This is an optimization exercise on Yosys and OpenROAD, whose aim is small area, a short achievable clock period and few clock cycles, not a production implementation. In this exercise RTL edits were held to simulation tests only and were not proved equivalent to the original.

## v3
## sha256_core
module sha256_core (
    input  wire         clk,
    input  wire         rst,
    input  wire         in_valid,
    input  wire         in_first,
    input  wire [31:0]  in_data,
    output wire         in_ready,
    output reg          out_valid,
    output wire [255:0] digest
);
Size in the first run: ~4200 cells after synthesis, about 1000 flip-flops, roughly 290 I/O pins, about 46000 sq um of cells after synthesis.
clock: 10.0 ns
lec_check: 0
cap_margin: 20
core_margin: 2
core_utilization: 60
cts_cluster_diameter: 130
cts_cluster_size: 24
setup_slack_margin: 5
slew_margin: 20
tns_end_percent: 100
standard.sh (not shown) runs the stock make flow with config.mk's settings and CLKGATE_MAP_FILE= SYNTH_SCRIPT=/design/flow/synth_recipe.tcl, a recipe that flattens the netlist after the stock synthesis.
==> flow/flow/run.sh <==
#!/bin/bash
set -euo pipefail
bash standard.sh "BUFFER_PORTS_ARGS=-buffer_cell sky130_fd_sc_hd__buf_1" finish > standard_flow.log 2>&1
v3: no failed stages, no open violations at the end
Testbench counts of v3, summed over its fixed seeds: cycles 32,904.
Input changes introduced in v52 (baseline for comparison: v3):
# v3
export LEC_CHECK = 0
export CAP_MARGIN = 20
export CORE_MARGIN = 2
export CORE_UTILIZATION = 60
export CTS_CLUSTER_DIAMETER = 130
export CTS_CLUSTER_SIZE = 24
export SETUP_SLACK_MARGIN = 5
export SLEW_MARGIN = 20
export TNS_END_PERCENT = 100
create_clock -name core_clock -period 10.0 [get_ports {clk}]
# v52
export LEC_CHECK = 0
export CAP_MARGIN = 20
export CORE_MARGIN = 2
export CORE_UTILIZATION = 60
export CTS_CLUSTER_DIAMETER = 130
export CTS_CLUSTER_SIZE = 24
export SETUP_SLACK_MARGIN = 5
export SLEW_MARGIN = 20
export TNS_END_PERCENT = 20
create_clock -name core_clock -period 10.0 [get_ports {clk}]
- Across both runs, number of setup buffers added after CTS was lower for v52 than for v3.
- Sequential share of layout area delta (v3 -> v52): insignificant
- Looking at post-layout minimum cycle time across both flows, v52 is the weaker of the two, with v3 ahead.
- The net count of the finished layout of v52 and that of v3 are within noise of each other.
- As far as first-pass GRT wire length is concerned, v3 and v52 perform about the same.
- Of the two candidates, v3 has the better setup slack and v52 the worse one.
- v52: detailed-routed wire length on met2 0.33% above v3
- Taking v3 as the reference point, the critical path depth in cells of v52 falls by 3.
- Final routed wire length divided by cell count essentially unchanged between v3 and v52.
- Final standard cell area without fillers of v3 is on par with v52.
Setup changes, v52 to v49
# v52
export LEC_CHECK = 0
export CAP_MARGIN = 20
export CORE_MARGIN = 2
export CORE_UTILIZATION = 60
export CTS_CLUSTER_DIAMETER = 130
export CTS_CLUSTER_SIZE = 24
export SETUP_SLACK_MARGIN = 5
export SLEW_MARGIN = 20
export TNS_END_PERCENT = 20
create_clock -name core_clock -period 10.0 [get_ports {clk}]
# v49
export LEC_CHECK = 0
export CAP_MARGIN = 20
export CORE_MARGIN = 2
export CORE_UTILIZATION = 60
export CTS_CLUSTER_DIAMETER = 130
export CTS_CLUSTER_SIZE = 24
export GPL_TIMING_DRIVEN = 0
export SETUP_SLACK_MARGIN = 5
export SLEW_MARGIN = 20
export TNS_END_PERCENT = 100
create_clock -name core_clock -period 10.0 [get_ports {clk}]
--- outcome ---
Compared v49 against v52; maximum achievable frequency within noise.
Compared with v52, the detailed router inserted more vias in v49.
Compared with v52, in v49 worst-path maximum fanout increased by 6 relative to the old numbers; global-route wire length before repair increased by 12% relative to the old numbers; sequential share of layout area decreased by 1.1 points relative to the old numbers; flip-flop and latch area decreased by 0.36% relative to the old numbers.
v49 -> v52: synthesized area delta 0, exact match
The following lists how v2 was set up differently from v49:
# v49
export LEC_CHECK = 0
export CAP_MARGIN = 20
export CORE_MARGIN = 2
export CORE_UTILIZATION = 60
export CTS_CLUSTER_DIAMETER = 130
export CTS_CLUSTER_SIZE = 24
export GPL_TIMING_DRIVEN = 0
export SETUP_SLACK_MARGIN = 5
export SLEW_MARGIN = 20
export TNS_END_PERCENT = 100
create_clock -name core_clock -period 10.0 [get_ports {clk}]
# v2
export LEC_CHECK = 0
export CAP_MARGIN = 20
export CORE_MARGIN = 2
export CORE_UTILIZATION = 60
export CTS_CLUSTER_DIAMETER = 130
export CTS_CLUSTER_SIZE = 24
export SETUP_SLACK_MARGIN = 5
export SLEW_MARGIN = 20
export TNS_END_PERCENT = 100
create_clock -name core_clock -period 10.0 [get_ports {clk}]
==> flow/run.sh (new file) <==
#!/bin/bash
# synth_recipe.tcl (not shown) runs the flow's synth.tcl, then flattens the netlist and writes it again
# the make line also repeats each setting of config.mk as NAME=value (left out here)
make -C /OpenROAD-flow-scripts/flow DESIGN_CONFIG=/design/flow/config.mk WORK_HOME=/design/flow/orfs CLKGATE_MAP_FILE= SYNTH_SCRIPT=/design/flow/synth_recipe.tcl finish
removed: flow/flow/run.sh
removed: flow/standard.sh
Notes after the runs:
Post-detailed-route wirelength per cell shrinks by a little under 10% when moving from v49 to v2. In the flow results for v49 and v2, the critical path depth is larger on v2. Compared with v49, v2 shows a lower delay contributed by the slowest stage of the critical path. v2 vs v49: maximum achievable frequency up slightly. Number of placed instances with taps included, v49 and v2, lower one = v2. Against v49, v2 comes in 2 higher on sum of buffers and inverters on the critical path. Multi-input logic area (v2 vs. v49) decreases by a few percent. Comparing weighted congestion at the end of routability-driven global placement for v49 and v2, the smaller number came from v2. Area: v2 vs v49 -> v2 larger. Antenna diode count: v2 higher than v49.

---

Another version of the RTL of sha256_core (not shown whole).
Size in the first run: ~4300 cells after synthesis, about 1100 flip-flops, ~0.046 mm2 of cells after synthesis.
clock: 10.0 ns
lec_check: 0
cap_margin: 5
core_margin: 2
core_utilization: 60
setup_slack_margin: 5
slew_margin: 5
tns_end_percent: 100
run.sh (not shown) runs the stock make flow with config.mk's settings and CLKGATE_MAP_FILE= SYNTH_SCRIPT=/design/flow/synth_recipe.tcl, a recipe that flattens the netlist after the stock synthesis.
Stock flow here: none of the scripts above is used.
Testbench counts at the start, summed over its fixed seeds: cycles 32,904.
Next try:
Settings changed: CAP_MARGIN 5 to 20, CORE_UTILIZATION 60 to 70, PLACE_DENSITY set to 0.8, SLEW_MARGIN 5 to 20.
Result:
- area after synthesis is unchanged
- first-iteration DRC count grows by 88%
- worst setup slack is worse by 0.40 ns
- global-route usage grows by 11 points
- design area is about the same
- die area shrinks by 14%
- wire length grows by 19%
- worst hold slack is worse by 0.035 ns
Next try:
Settings changed: CORE_UTILIZATION 70 to 40, PLACE_DENSITY 0.8 to not set.
Effect: Global-route usage falls by 23 points; routed wire length falls by roughly a tenth.

---

P:
The RTL this note starts from:
==> flow/design.v <==
module sha256_core (
    input  wire         clk,
    input  wire         rst,
    input  wire         in_valid,
    input  wire         in_first,
    input  wire [31:0]  in_data,
    output wire         in_ready,
    output reg          out_valid,
    output wire [255:0] digest
);
    localparam [31:0] IV0 = 32'h6a09e667, IV1 = 32'hbb67ae85,
                      IV2 = 32'h3c6ef372, IV3 = 32'ha54ff53a,
                      IV4 = 32'h510e527f, IV5 = 32'h9b05688c,
                      IV6 = 32'h1f83d9ab, IV7 = 32'h5be0cd19;
    function [31:0] rotr;
        input [31:0] x;
        input integer n;
        begin
            rotr = (x >> n) | (x << (32 - n));
        end
    endfunction
    function [31:0] csa_s;
        input [31:0] x, y, z;
        begin
            csa_s = x ^ y ^ z;
        end
    endfunction
    function [31:0] csa_c;
        input [31:0] x, y, z;
        begin
            csa_c = ((x & y) | (x & z) | (y & z)) << 1;
        end
    endfunction
    function [31:0] add32;
        input [31:0] x, y;
        reg   [31:0] p, gg, pp, g2, p2;
        integer k, n, m;
        begin
            p  = x ^ y;
            gg = x & y;
            pp = p;
            for (k = 0; k < 5; k = k + 1) begin
                g2 = gg;
                p2 = pp;
                for (n = 0; n < 32; n = n + 1)
                    if (((n >> k) & 1) == 1) begin
                        m = ((n >> k) << k) - 1;
                        g2[n] = gg[n] | (pp[n] & gg[m]);
                        p2[n] = pp[n] & pp[m];
                    end
                gg = g2;
                pp = p2;
            end
            add32 = p ^ {gg[30:0], 1'b0};
        end
    endfunction
    reg        running;      
    reg [5:0]  t;            
    reg [5:0]  kx;           
    reg        fin;          
    reg [1:0]  hp;           
    reg [3:0]  q;            
    reg [4:0]  j;            
    reg        nf;           
    reg        cf;           
    reg        init;         
    reg        last;         
    reg        fadd;         
    assign in_ready = (j == 5'd0) ? (hp == 2'd3 && (!running || t >= 6'd48))
                                  : (j != 5'd16 && q == j[3:0]);
    wire take  = in_valid && in_ready;
    wire start = init && (j[4] || in_valid);
    wire idle_init = init && !running;
    wire       running_n = start || (running && !last);
    wire [3:0] q_n       = (take && j == 5'd0) ? 4'd1 : q + 4'd1;
    wire [4:0] j_n       = start ? 5'd0 : take ? j + 5'd1 : j;
    reg [31:0] k_n;
    always @(*) begin
        case (kx)
            6'd0:  k_n = 32'h428a2f98;  6'd1:  k_n = 32'h71374491;
            6'd2:  k_n = 32'hb5c0fbcf;  6'd3:  k_n = 32'he9b5dba5;
            6'd4:  k_n = 32'h3956c25b;  6'd5:  k_n = 32'h59f111f1;
            6'd6:  k_n = 32'h923f82a4;  6'd7:  k_n = 32'hab1c5ed5;
            6'd8:  k_n = 32'hd807aa98;  6'd9:  k_n = 32'h12835b01;
            6'd10: k_n = 32'h243185be;  6'd11: k_n = 32'h550c7dc3;
            6'd12: k_n = 32'h72be5d74;  6'd13: k_n = 32'h80deb1fe;
            6'd14: k_n = 32'h9bdc06a7;  6'd15: k_n = 32'hc19bf174;
            6'd16: k_n = 32'he49b69c1;  6'd17: k_n = 32'hefbe4786;
            6'd18: k_n = 32'h0fc19dc6;  6'd19: k_n = 32'h240ca1cc;
            6'd20: k_n = 32'h2de92c6f;  6'd21: k_n = 32'h4a7484aa;
            6'd22: k_n = 32'h5cb0a9dc;  6'd23: k_n = 32'h76f988da;
            6'd24: k_n = 32'h983e5152;  6'd25: k_n = 32'ha831c66d;
            6'd26: k_n = 32'hb00327c8;  6'd27: k_n = 32'hbf597fc7;
            6'd28: k_n = 32'hc6e00bf3;  6'd29: k_n = 32'hd5a79147;
            6'd30: k_n = 32'h06ca6351;  6'd31: k_n = 32'h14292967;
            6'd32: k_n = 32'h27b70a85;  6'd33: k_n = 32'h2e1b2138;
            6'd34: k_n = 32'h4d2c6dfc;  6'd35: k_n = 32'h53380d13;
            6'd36: k_n = 32'h650a7354;  6'd37: k_n = 32'h766a0abb;
            6'd38: k_n = 32'h81c2c92e;  6'd39: k_n = 32'h92722c85;
            6'd40: k_n = 32'ha2bfe8a1;  6'd41: k_n = 32'ha81a664b;
            6'd42: k_n = 32'hc24b8b70;  6'd43: k_n = 32'hc76c51a3;
            6'd44: k_n = 32'hd192e819;  6'd45: k_n = 32'hd6990624;
            6'd46: k_n = 32'hf40e3585;  6'd47: k_n = 32'h106aa070;
            6'd48: k_n = 32'h19a4c116;  6'd49: k_n = 32'h1e376c08;
            6'd50: k_n = 32'h2748774c;  6'd51: k_n = 32'h34b0bcb5;
            6'd52: k_n = 32'h391c0cb3;  6'd53: k_n = 32'h4ed8aa4a;
            6'd54: k_n = 32'h5b9cca4f;  6'd55: k_n = 32'h682e6ff3;
            6'd56: k_n = 32'h748f82ee;  6'd57: k_n = 32'h78a5636f;
            6'd58: k_n = 32'h84c87814;  6'd59: k_n = 32'h8cc70208;
            6'd60: k_n = 32'h90befffa;  6'd61: k_n = 32'ha4506ceb;
            6'd62: k_n = 32'hbef9a3f7;  default: k_n = 32'hc67178f2;
        endcase
    end
    reg [31:0] w [0:15];                 
    reg [31:0] a, b, c, d, e, f, g;      
    reg [31:0] pk;                       
    reg [31:0] x0, x1, x2, x3;           
    reg [31:0] y0, y1, y2, y3;           
    wire [31:0] xh0 = cf ? IV0 : x2;
    wire [31:0] yh0 = cf ? IV4 : y2;
    reg  [31:0] xiv, yiv;
    always @(*) begin
        case (t[1:0])
            2'd1:    begin xiv = IV3; yiv = IV7; end
            2'd2:    begin xiv = IV2; yiv = IV6; end
            default: begin xiv = IV1; yiv = IV5; end
        endcase
    end
    wire [31:0] xadd = fadd ? a : 32'd0;
    wire [31:0] yadd = fadd ? e : 32'd0;
    wire [31:0] xhd  = (fadd && cf) ? xiv : x3;
    wire [31:0] yhd  = (fadd && cf) ? yiv : y3;
    wire [31:0] xm   = last ? xh0 : 32'd0;
    wire [31:0] ym   = last ? yh0 : 32'd0;
    wire [31:0] s1 = rotr(e, 6) ^ rotr(e, 11) ^ rotr(e, 25);
    wire [31:0] ch = (e & f) ^ (~e & g);
    wire [31:0] s0 = rotr(a, 2) ^ rotr(a, 13) ^ rotr(a, 22);
    wire [31:0] mj = (a & b) ^ (a & c) ^ (b & c);
    wire [31:0] es1 = csa_s(s1, ch, pk),    ec1 = csa_c(s1, ch, pk);
    wire [31:0] es2 = csa_s(es1, ec1, d),   ec2 = csa_c(es1, ec1, d);
    wire [31:0] es3 = csa_s(es2, ec2, ym),  ec3 = csa_c(es2, ec2, ym);
    wire [31:0] e_new = add32(es3, ec3);
    wire [31:0] as1 = csa_s(s0, mj, xm),    ac1 = csa_c(s0, mj, xm);
    wire [31:0] as2 = csa_s(es1, ec1, as1), ac2 = csa_c(es1, ec1, as1);
    wire [31:0] as3 = csa_s(as2, ac2, ac1), ac3 = csa_c(as2, ac2, ac1);
    wire [31:0] a_new = add32(as3, ac3);
    wire [31:0] ss0 = rotr(w[1], 7) ^ rotr(w[1], 18) ^ (w[1] >> 3);
    wire [31:0] ss1 = rotr(w[14], 17) ^ rotr(w[14], 19) ^ (w[14] >> 10);
    wire [31:0] ws1 = csa_s(ss1, w[9], ss0), wc1 = csa_c(ss1, w[9], ss0);
    wire [31:0] ws2 = csa_s(ws1, wc1, w[0]), wc2 = csa_c(ws1, wc1, w[0]);
    wire [31:0] wnew = add32(ws2, wc2);
    wire [31:0] x_in = add32(xhd, xadd);
    wire [31:0] y_in = add32(yhd, yadd);
    wire [31:0] hsel = init ? (nf ? IV7 : y1) : g;
    wire [31:0] ks1 = csa_s(hsel, k_n, w[1]), kc1 = csa_c(hsel, k_n, w[1]);
    integer i;
    always @(posedge clk) begin
        for (i = 0; i < 15; i = i + 1)
            w[i] <= w[i + 1];
        if (running && t < 6'd48)
            w[15] <= wnew;
        else if (take)
            w[15] <= in_data;
        else
            w[15] <= w[0];
        if (idle_init || (init && nf))
            a <= nf ? IV0 : x2;
        else
            a <= a_new;
        if (idle_init || (init && nf))
            e <= nf ? IV4 : y2;
        else
            e <= e_new;
        if (init) begin
            b <= nf ? IV1 : x_in;
            c <= nf ? IV2 : x0;
            d <= nf ? IV3 : x1;
            f <= nf ? IV5 : y_in;
            g <= nf ? IV6 : y0;
        end else begin
            b <= a; c <= b; d <= c;
            f <= e; g <= f;
        end
        pk <= add32(ks1, kc1);
        x0 <= x_in; x1 <= x0; x2 <= x1; x3 <= last ? a_new : x2;
        y0 <= y_in; y1 <= y0; y2 <= y1; y3 <= last ? e_new : y2;
        q <= q_n;
        if (take && j == 5'd0)
            nf <= in_first;
        if (start)
            cf <= nf;
        kx <= start ? 6'd1 : (running && !last) ? kx + 6'd1 : 6'd0;
        t  <= start ? 6'd0 : t + 6'd1;
        if (rst) begin
            running   <= 1'b0;
            fin       <= 1'b0;
            init      <= 1'b0;
            last      <= 1'b0;
            fadd      <= 1'b0;
            hp        <= 2'd3;
            j         <= 5'd0;
            out_valid <= 1'b0;
        end else begin
            out_valid <= fin;
            fin       <= last;
            last      <= running && t == 6'd62;
            fadd      <= running && t >= 6'd60 && t != 6'd63;
            hp        <= hp + 2'd1;
            running   <= running_n;
            j         <= j_n;
            init      <= q_n == 4'd15 && (j_n[4] || j_n == 5'd15) &&
                         (!running_n || (running && t == 6'd62));
        end
    end
    assign digest = {x0, x1, x2, x3, y0, y1, y2, y3};
endmodule
export LEC_CHECK = 0
export CAP_MARGIN = 20
export CORE_MARGIN = 2
export CORE_UTILIZATION = 50
export CTS_CLUSTER_DIAMETER = 130
export CTS_CLUSTER_SIZE = 24
export SETUP_SLACK_MARGIN = 5
export SLEW_MARGIN = 20
export TNS_END_PERCENT = 100
create_clock -name core_clock -period 10.0 [get_ports {clk}]
Testbench counts of P, summed over its fixed seeds: cycles 32,904.
The inputs of Q differ from those of P as listed below.
- CTS_CLUSTER_SIZE no longer set, was 24
- CORE_UTILIZATION now 60, was 50
- CTS_CLUSTER_DIAMETER no longer set, was 130
==> flow/flow/run.sh (new file) <==
#!/bin/bash
# The standard layout (standard.sh, unchanged synthesis and steps), with
# the timing repair of floorplan, CTS and global routing aiming for a setup
# slack of 5.7 ns at the design's 10 ns clock instead of 5 ns. The clock,
# the SDC and all other settings are the standard flow's.
set -euo pipefail
bash standard.sh SETUP_SLACK_MARGIN=5.7 finish > standard_flow.log 2>&1
==> flow/standard.sh (new file) <==
#!/bin/bash
# synth_recipe.tcl (not shown) runs the flow's synth.tcl, then flattens the netlist and writes it again
# the make line also repeats each setting of config.mk as NAME=value (left out here)
make -C /OpenROAD-flow-scripts/flow DESIGN_CONFIG=/design/flow/config.mk WORK_HOME=/design/flow/orfs CLKGATE_MAP_FILE= SYNTH_SCRIPT=/design/flow/synth_recipe.tcl "${@:-finish}"
removed: flow/run.sh
--- outcome ---
Fmax | Q vs P | Q faster. End point of the critical path = a[28]: Q; end point of the critical path = f[30]: P. Comparing Q and P, the higher initial antenna violation count is on Q. As of Q, count of clock buffers in the final design had risen by more than 100% compared to P. Area growth from synthesis to layout: Q > P. P leaves less setup margin than Q. Worst hold slack delta (P -> Q): insignificant. In Q the total routed wirelength turned out about 2.5% higher than in P. Going from P to Q, fraction of layout instances using a drive strength above 1 grows by 11 points.
Changes in R relative to Q:
- an added CTS_CLUSTER_DIAMETER of 130
- an added CTS_CLUSTER_SIZE of 24
==> flow/run.sh (new file) <==
#!/bin/bash
# synth_recipe.tcl (not shown) runs the flow's synth.tcl, then flattens the netlist and writes it again
# the make line also repeats each setting of config.mk as NAME=value (left out here)
make -C /OpenROAD-flow-scripts/flow DESIGN_CONFIG=/design/flow/config.mk WORK_HOME=/design/flow/orfs CLKGATE_MAP_FILE= SYNTH_SCRIPT=/design/flow/synth_recipe.tcl finish
removed: flow/flow/run.sh
removed: flow/standard.sh
### Flow results
- Total met3 wirelength after detailed routing of R falls short of that of Q by more than a quarter.
- | met3 track utilization from global routing | lower: R |
- When the final numbers for R and Q were put side by side, the utilization turned out to be greater in Q.
- Total iterations of the first detailed-routing run: R and Q compared, lower one is R
- Compared with Q, number of clock buffers in the layout in R decreased by more than half.
### R -> S
- swapping 24 for 30 in CTS_CLUSTER_SIZE
- putting CTS_BUF_LIST at sky130_fd_sc_hd__clkbuf_8 where nothing was set
- clearing CTS_CLUSTER_DIAMETER, which used to be 130
- swapping 60 for 40 in CORE_UTILIZATION
[summary]
The run showing the smaller initial detailed-routing violation count is S. S against R: final cell area excluding filler cells has increased. Looking at termination of the worst setup path, the e[26] result is from R; the x3[29] one comes from S. Every stage of the flow completed for S, and the final layout passed the timing, design-rule and antenna checks. Setup WNS R -> S: worse.
Input changes introduced in T (baseline for comparison: S):
- a deleted CTS_BUF_LIST that had been sky130_fd_sc_hd__clkbuf_8
- a deleted CTS_CLUSTER_SIZE that had been 30
- a change of CORE_UTILIZATION from 40 to 60
--- outcome ---
- ~same multi-input logic cell count in S and T
- Compared with S, in T total vias in the final route ~0 delta.

-- separate check: timing with driven ports --
How much do the figures lean on ideal ports? The routed layouts below were timed once more, with nothing changed but the port constraints. Step 1: set_driving_cell puts a clkbuf_16 on clk and a buf_2 on each other input, an assumption about the parent block. Step 2 times the ports against the registers' clock, not the clock port: input delays grow and output delays shrink by t, the midpoint of the rising clock arrivals with the driver on. Slacks: no drivers / after step 1 / after step 2; pairs: no drivers / after step 1.
| run | t (ns) | setup slack, ns | worst hold slack (ns) | slew at the worst register clock pin (ns) | cell pins on the clock port's net |
|---|---|---|---|---|---|
| v3 | 0.722 | 4.997 / 4.997 / 4.997 | 0.321 / 0.321 / 0.321 | 0.11 / 0.11 | 1 |
| v52 | 0.722 | 4.956 / 4.956 / 4.956 | 0.325 / 0.325 / 0.325 | 0.11 / 0.11 | 1 |
| v49 | 0.749 | 4.944 / 4.944 / 4.944 | 0.301 / 0.301 / 0.301 | 0.11 / 0.11 | 1 |
| v2 | 0.732 | 5.006 / 4.941 / 5.006 | 0.322 / 0.322 / 0.322 | 0.11 / 0.11 | 1 |
| the first run of note 2 | 0.744 | 5.031 / 5.031 / 5.031 | 0.316 / 0.316 / 0.316 | 0.07 / 0.07 | 1 |
| the second run of note 2 | 0.756 | 4.630 / 4.630 / 4.630 | 0.282 / 0.282 / 0.282 | 0.08 / 0.08 | 1 |
| the third run of note 2 | 0.772 | 5.004 / 5.004 / 5.004 | 0.301 / 0.301 / 0.301 | 0.07 / 0.07 | 1 |
| P | 0.747 | 5.117 / 5.117 / 5.117 | 0.320 / 0.320 / 0.320 | 0.11 / 0.11 | 1 |
| Q | 0.752 | 5.148 / 5.148 / 5.148 | 0.318 / 0.318 / 0.318 | 0.07 / 0.07 | 1 |
| R | 0.724 | 5.033 / 5.033 / 5.033 | 0.316 / 0.316 / 0.316 | 0.11 / 0.11 | 1 |
| S | 0.934 | 4.878 / 4.878 / 4.878 | 0.313 / 0.313 / 0.313 | 0.08 / 0.08 | 1 |
| T | 0.744 | 5.031 / 5.031 / 5.031 | 0.316 / 0.316 / 0.316 | 0.07 / 0.07 | 1 |
After both steps every run listed still meets setup and hold.
